Source: an optimization exercise on an open RTL-to-GDS flow (aim: small area and a short achievable clock period). Production flows keep margins and buffers that such runs may drop.
Function was checked by simulation only, so behaviour that the tests miss may differ from the original.

==> flow/design.v <==
module quire_ecc (
    input  wire         clk,
    input  wire         rst,
    input  wire         enc_in_valid,
    input  wire [127:0] enc_in_data,
    output reg          enc_out_valid,
    output reg  [144:0] enc_out_word,
    input  wire         dec_in_valid,
    input  wire [144:0] dec_in_word,
    output reg          dec_out_valid,
    output reg  [144:0] dec_out_word,
    output reg          dec_out_corr,
    output reg          dec_out_unc
);
    localparam [15:0] GEN = 16'h6F63;    
    function [7:0] gf_mul;
        input [7:0] a;
        input [7:0] b;
        integer k;
        reg [7:0] acc;
        reg [7:0] sh;
        begin
            acc = 8'd0;
            sh  = a;
            for (k = 0; k < 8; k = k + 1) begin
                if (b[k])
                    acc = acc ^ sh;
                sh = {sh[6:0], 1'b0} ^ (sh[7] ? 8'h1D : 8'h00);
            end
            gf_mul = acc;
        end
    endfunction
    function [7:0] gf_alpha_pow;
        input integer e;
        integer k;
        reg [7:0] v;
        begin
            v = 8'd1;
            for (k = 0; k < (e % 255); k = k + 1)
                v = {v[6:0], 1'b0} ^ (v[7] ? 8'h1D : 8'h00);
            gf_alpha_pow = v;
        end
    endfunction
    function integer code_pos;
        input integer b;
        begin
            code_pos = (b < 128) ? b + 16 : b - 128;
        end
    endfunction
    reg [15:0] enc_rem;
    reg        enc_fb;
    integer    ei;
    always @* begin
        enc_rem = 16'd0;
        for (ei = 127; ei >= 0; ei = ei - 1) begin
            enc_fb  = enc_in_data[ei] ^ enc_rem[15];
            enc_rem = {enc_rem[14:0], 1'b0} ^ (enc_fb ? GEN : 16'd0);
        end
    end
    always @(posedge clk) begin
        if (rst)
            enc_out_valid <= 1'b0;
        else
            enc_out_valid <= enc_in_valid;
        enc_out_word <= {^{enc_rem, enc_in_data}, enc_rem, enc_in_data};
    end
    reg         rd_valid;
    reg [144:0] rd_word;
    always @(posedge clk) begin
        if (rst)
            rd_valid <= 1'b0;
        else
            rd_valid <= dec_in_valid;
        rd_word <= dec_in_word;
    end
    reg [7:0] s1;
    reg [7:0] s3;
    reg       par;
    integer   si;
    always @* begin
        s1 = 8'd0;
        s3 = 8'd0;
        for (si = 0; si < 144; si = si + 1) begin
            if (rd_word[si]) begin
                s1 = s1 ^ gf_alpha_pow(code_pos(si));
                s3 = s3 ^ gf_alpha_pow(3 * code_pos(si));
            end
        end
        par = ^rd_word;
    end
    wire [7:0] s1_sq   = gf_mul(s1, s1);
    wire [7:0] s1_cube = gf_mul(s1_sq, s1);
    wire [7:0] d_term  = s3 ^ s1_cube;
    reg [143:0] root;      
    integer     ci;
    always @* begin
        for (ci = 0; ci < 144; ci = ci + 1)
            root[ci] = ((s1 ^ gf_mul(s1_sq, gf_alpha_pow(255 - code_pos(ci)))
                           ^ gf_mul(d_term, gf_alpha_pow(510 - 2 * code_pos(ci)))) == 8'd0);
    end
    reg [7:0] nroots;
    integer   ni;
    always @* begin
        nroots = 8'd0;
        for (ni = 0; ni < 144; ni = ni + 1)
            nroots = nroots + {7'd0, root[ni]};
    end
    wire syn_zero = (s1 == 8'd0) && (s3 == 8'd0);
    wire single   = (d_term == 8'd0);    
    reg [144:0] flip;
    reg         corr;
    reg         unc;
    always @* begin
        flip = 145'd0;
        corr = 1'b0;
        unc  = 1'b0;
        if (syn_zero) begin
            if (par) begin                       
                flip[144] = 1'b1;
                corr      = 1'b1;
            end
        end else if (single && nroots == 8'd1) begin
            flip[143:0] = root;                  
            flip[144]   = ~par;                  
            corr        = 1'b1;
        end else if (!single && !par && nroots == 8'd2) begin
            flip[143:0] = root;                  
            corr        = 1'b1;
        end else begin
            unc = 1'b1;
        end
    end
    always @(posedge clk) begin
        if (rst)
            dec_out_valid <= 1'b0;
        else
            dec_out_valid <= rd_valid;
        dec_out_word <= rd_word ^ flip;
        dec_out_corr <= corr;
        dec_out_unc  <= unc;
    end
endmodule
==> flow/run.sh <==
#!/bin/bash
# synth_recipe.tcl (not shown) runs the flow's synth.tcl, then flattens the netlist and writes it again
# the make line also repeats each setting of config.mk as NAME=value (left out here)
make -C /OpenROAD-flow-scripts/flow DESIGN_CONFIG=/design/flow/config.mk WORK_HOME=/design/flow/orfs CLKGATE_MAP_FILE= SYNTH_SCRIPT=/design/flow/synth_recipe.tcl finish
==> flow/config.mk <==
export PLATFORM = sky130hd
export DESIGN_NAME = quire_ecc
export DESIGN_NICKNAME = quire_ecc
export VERILOG_FILES = /design/flow/design.v
export SDC_FILE = /design/flow/constraint.sdc
export NUM_CORES = 4
export LEC_CHECK = 0
export CAP_MARGIN = 20
export CORE_MARGIN = 2
export CORE_UTILIZATION = 30
export SLEW_MARGIN = 20
==> flow/constraint.sdc <==
create_clock -name core_clock -period 22.0 [get_ports {clk}]
set_input_delay 4.4000 -clock core_clock [delete_from_list [all_inputs] [get_ports {clk}]]
set_output_delay 4.4000 -clock core_clock [all_outputs]
set_load 0.01 [all_outputs]
==> flow_summary_export.csv <==
group,metric,value,unit
yosys,synth.most_common_cell,"xnor2_1",
sta,setup_viol,0,
final_layout,area_delta_synth_final,29.4,%
routing,drt_pass1_iterations,8,
yosys,yosysTopAreaCellShare,41.2,%
die,rows,170,
setup_path,critical_path_arrival,22.24,ns
global_route,antenna_found_initial,48,
hold_path,worstHoldPathType,"flip-flop to flip-flop",
routing,drt-total-wl,613,mm
setup_path,critPathMostFrequentCell,"fa_1",
setup_path,crit_family,"XOR/XNOR gates",
setup_path,cpMaxStageDelayCell,"xor2_1",
die,die-area,219000,µm²
sta,rsz0062_at_grt,"no",
yosys,synth.distinct_cells,63,
setup_path,reg2reg_slack,0.33,ns
global_route,grt_pass1_vias,58600,
setup_path,crit_path_end_kind,"flip-flop",
yosys,syn_area_per_cell,10.0,µm²
cts,post_cts_buffers,0,
routing,wl_per_cell,58.2,µm
routing,vias,64200,
routing,drtIter0Drc,11600,
yosys,synth_warnings,1,
yosys,syn_inst,6444,
cts,clk_path_buf_depth,3,
global_route,track_usage,54.4,%
yosys,ys.flop_type,"dfxtp_1",
sta,fin_ws,0.329,ns
yosys,synth_top_cell_by_area,"xnor2_1",
placement,placement.io_buffers,570,
yosys,synth_edf_count,0,
cts,hold_buffers,0,
global_route,grt_pass1_wl,741,mm
sta,tns,0,ns
final_layout,final_area,83500,µm²
sta,tightestPinTransition,1.39,ns
job,drv_cap,0,
final_layout,nets,8027,
die,die_h,468,µm
sta,fin_crit_sh,98.5,%
setup_path,crit_path_max_fanout,40,
routing,via_per_inst,6.10,
cts,cts_tree,"done",
cts,cts-htree-levels,2,
yosys,ys_top_cells_by_count,"3033 x xnor2_1, 1042 x xor2_1, 440 x dfxtp_1, 346 x xnor3_1, 199 x clkbuf_1",
sta,fmaxAchievable,46.1,MHz
cts,postCtsResizedCells,0,
setup_path,cp_slowest_stage_delay,0.97,ns
placement,dpl.hpwl,506,mm
sta,slew_headroom,6.67,%
yosys,async_flop_share,0,%
cts,path_clk_slew,0.07,ns
die,die_w,468,µm
yosys,ys_seq_area_share,13.6,%
placement,place_ws,1.48,ns
routing,final_antenna_net_count,0,
sta,final_max_slew_viol_count,0,
cts,numCtsBuffers,54,
yosys,synth.top_cells.by_area,"xnor2_1 41%, xor2_1 14%, dfxtp_1 14%",
die,start_util,30.1,%
sta,hold_violations,0,
setup_path,worstSetupPathType,"flip-flop to flip-flop",
cts,clock_sinks,440,
die,io_pins,571,
cts,root_buffer,"clkbuf_16",
sta,fin_skew,0.118,ns
yosys,ys_ff_latch,440,
setup_path,start_kind,"flip-flop",
sta,fin_crit,21.67,ns
placement,routabilityCongestion,1.18,
die,core_area,214000,µm²
global_route,grt_max_degree,47,
final_layout,drive_above_1_share,16.8,%
setup_path,worst-path-buf-inv,17,
setup_path,cp.required,22.57,ns
placement,dpl_cell_area,81200,µm²
outcome,status,"timing/DRC/antenna clean",
cts,insertion_delay,0.80,ns
final_layout,finish.utilization,39.0,%
yosys,synth_area,64600,µm²
global_route,overflow,0,
yosys,syn-num-nets,6882,
routing,drc,0,
==> logic make-up (layout without fill, tap and decap cells) <==
family                     count (synthesis)  count (layout)  synth area share (%)
other                                      0              46                     0
adders and majority gates                161             161                  4.64
muxes                                      8               8                 0.128
xor gates and xnor gates                4554            4554                  71.9
and+or+nand+nor                          777             777                  6.09
AOI/OAI and AO/OA                        111             111                  1.23
buffers and inverters                    393            1583                  2.33
DFF                                      440             440                  13.6
==> worst register-to-register path, delay by kind of cell, from the launching register on <==
family	cells	cell delay [ns]
XOR/XNOR	17	7.16
adder cells (fa/ha/maj)	12	5.89
buffers and inverters	17	4.59
AO/OA/AOI/OAI	6	1.73
AND/OR/NAND/NOR	5	0.94
flip-flops	1	0.89
multiplexers	1	0.35
==> per-stage QoR <==
step           std cells  hold slack [ns]
4_1_cts            10500            0.453
3_5_place_dp       10400            0.443
2_1_floorplan       6444            0.414
6_report           10500            0.449
3_3_place_gp       10400            0.433
5_1_grt            10500            0.472
==> layer usage <==
| metal | vias to the layer above | share of wire [%] | track usage, % |
|---|---|---|---|
| li1 | 22800 | - | - |
| met1 | 32700 | 38 | 66.0 |
| met2 | 6749 | 36 | 68.1 |
| met3 | 1867 | 16 | 33.0 |
| met4 | 38 | 9.6 | 41.0 |
| met5 | - | 0.067 | 0.659 |
==> final cells by class <==
type                    instances  area, µm²
diodes                         46        115
well taps                    2838       3550
clock inverters                40        624
inverters                     119        447
fillers                     21200     131000
repair buffers               1363      11900
flip-flops and latches        440       8810
multi-input cells            5611      56600
clock buffers                  61       1400
==> final timing paths <==
kind,from,endpoint,cells past startpoint
min,rd_valid$_SDFF_PP0_,dec_out_valid$_SDFF_PP0_,1
max reg2reg,rd_word[140]$_DFF_P_,dec_out_word[43]$_DFF_P_,58
min reg2reg,rd_valid$_SDFF_PP0_,dec_out_valid$_SDFF_PP0_,1
max,rd_word[140]$_DFF_P_,dec_out_word[43]$_DFF_P_,58
==> layout by cell type (no fill, tap or decap), types with 9 or more instances in the layout <==
master           instances
nor3_1                 104
nand2_1                 84
xnor2_1               2834
nor2_1                 171
ha_1                    28
xor2_4                   9
o2111ai_1               17
a21oi_1                 27
xnor2_4                 26
and3_1                  25
xor2_1                1000
buf_4                  762
diode_2                 46
fa_1                   131
or3_1                   29
xor2_2                  42
xor3_1                  48
buf_6                   11
o21ai_0                 10
nor4_2                  12
xnor3_2                 40
clkdlybuf4s50_1        570
inv_1                  115
nand2b_1                 9
xnor3_1                340
nand4_1                 67
nand3_1                131
buf_12                  19
nor3_2                  10
bufinv_16               10
nor2b_1                 12
xnor2_2                206
clkbuf_16               54
nor4_1                  86
dfxtp_1                439
==> state kept, by name, indices dropped and copies added, names as in the netlist <==
register and flops:
dec_out_corr 1, dec_out_unc 1, dec_out_valid 1, dec_out_word 145, enc_out_valid 1, enc_out_word 145
rd_valid 1, rd_word 145

[static timing again, ports no longer ideal]
How much do the figures lean on ideal ports? The routed layout below was timed once more, with nothing changed but the port constraints.
Step 1, drivers: a clkbuf_16 drives clk and a buf_2 each remaining input, both assumed.
Step 2, shift: input delay + t, output delay - t, t = (earliest + latest rising clock arrival at the registers) / 2. This alone moves slack from input paths to output paths.
Three values: ideal, step 1, step 2; two values: the first two.
shift t [ns]: 0.843
setup WS [ns]: 0.329 / 0.329 / 0.329
worst setup path after step 2: register to register
latest minus earliest clock arrival (ns): 0.119 / 0.118
slew at the worst register clock pin (ns): 0.09 / 0.09
After both steps setup and hold are still met in this run. The setup slack of this run moves by 0.000 ns with the drivers and by 0.000 ns with both steps.
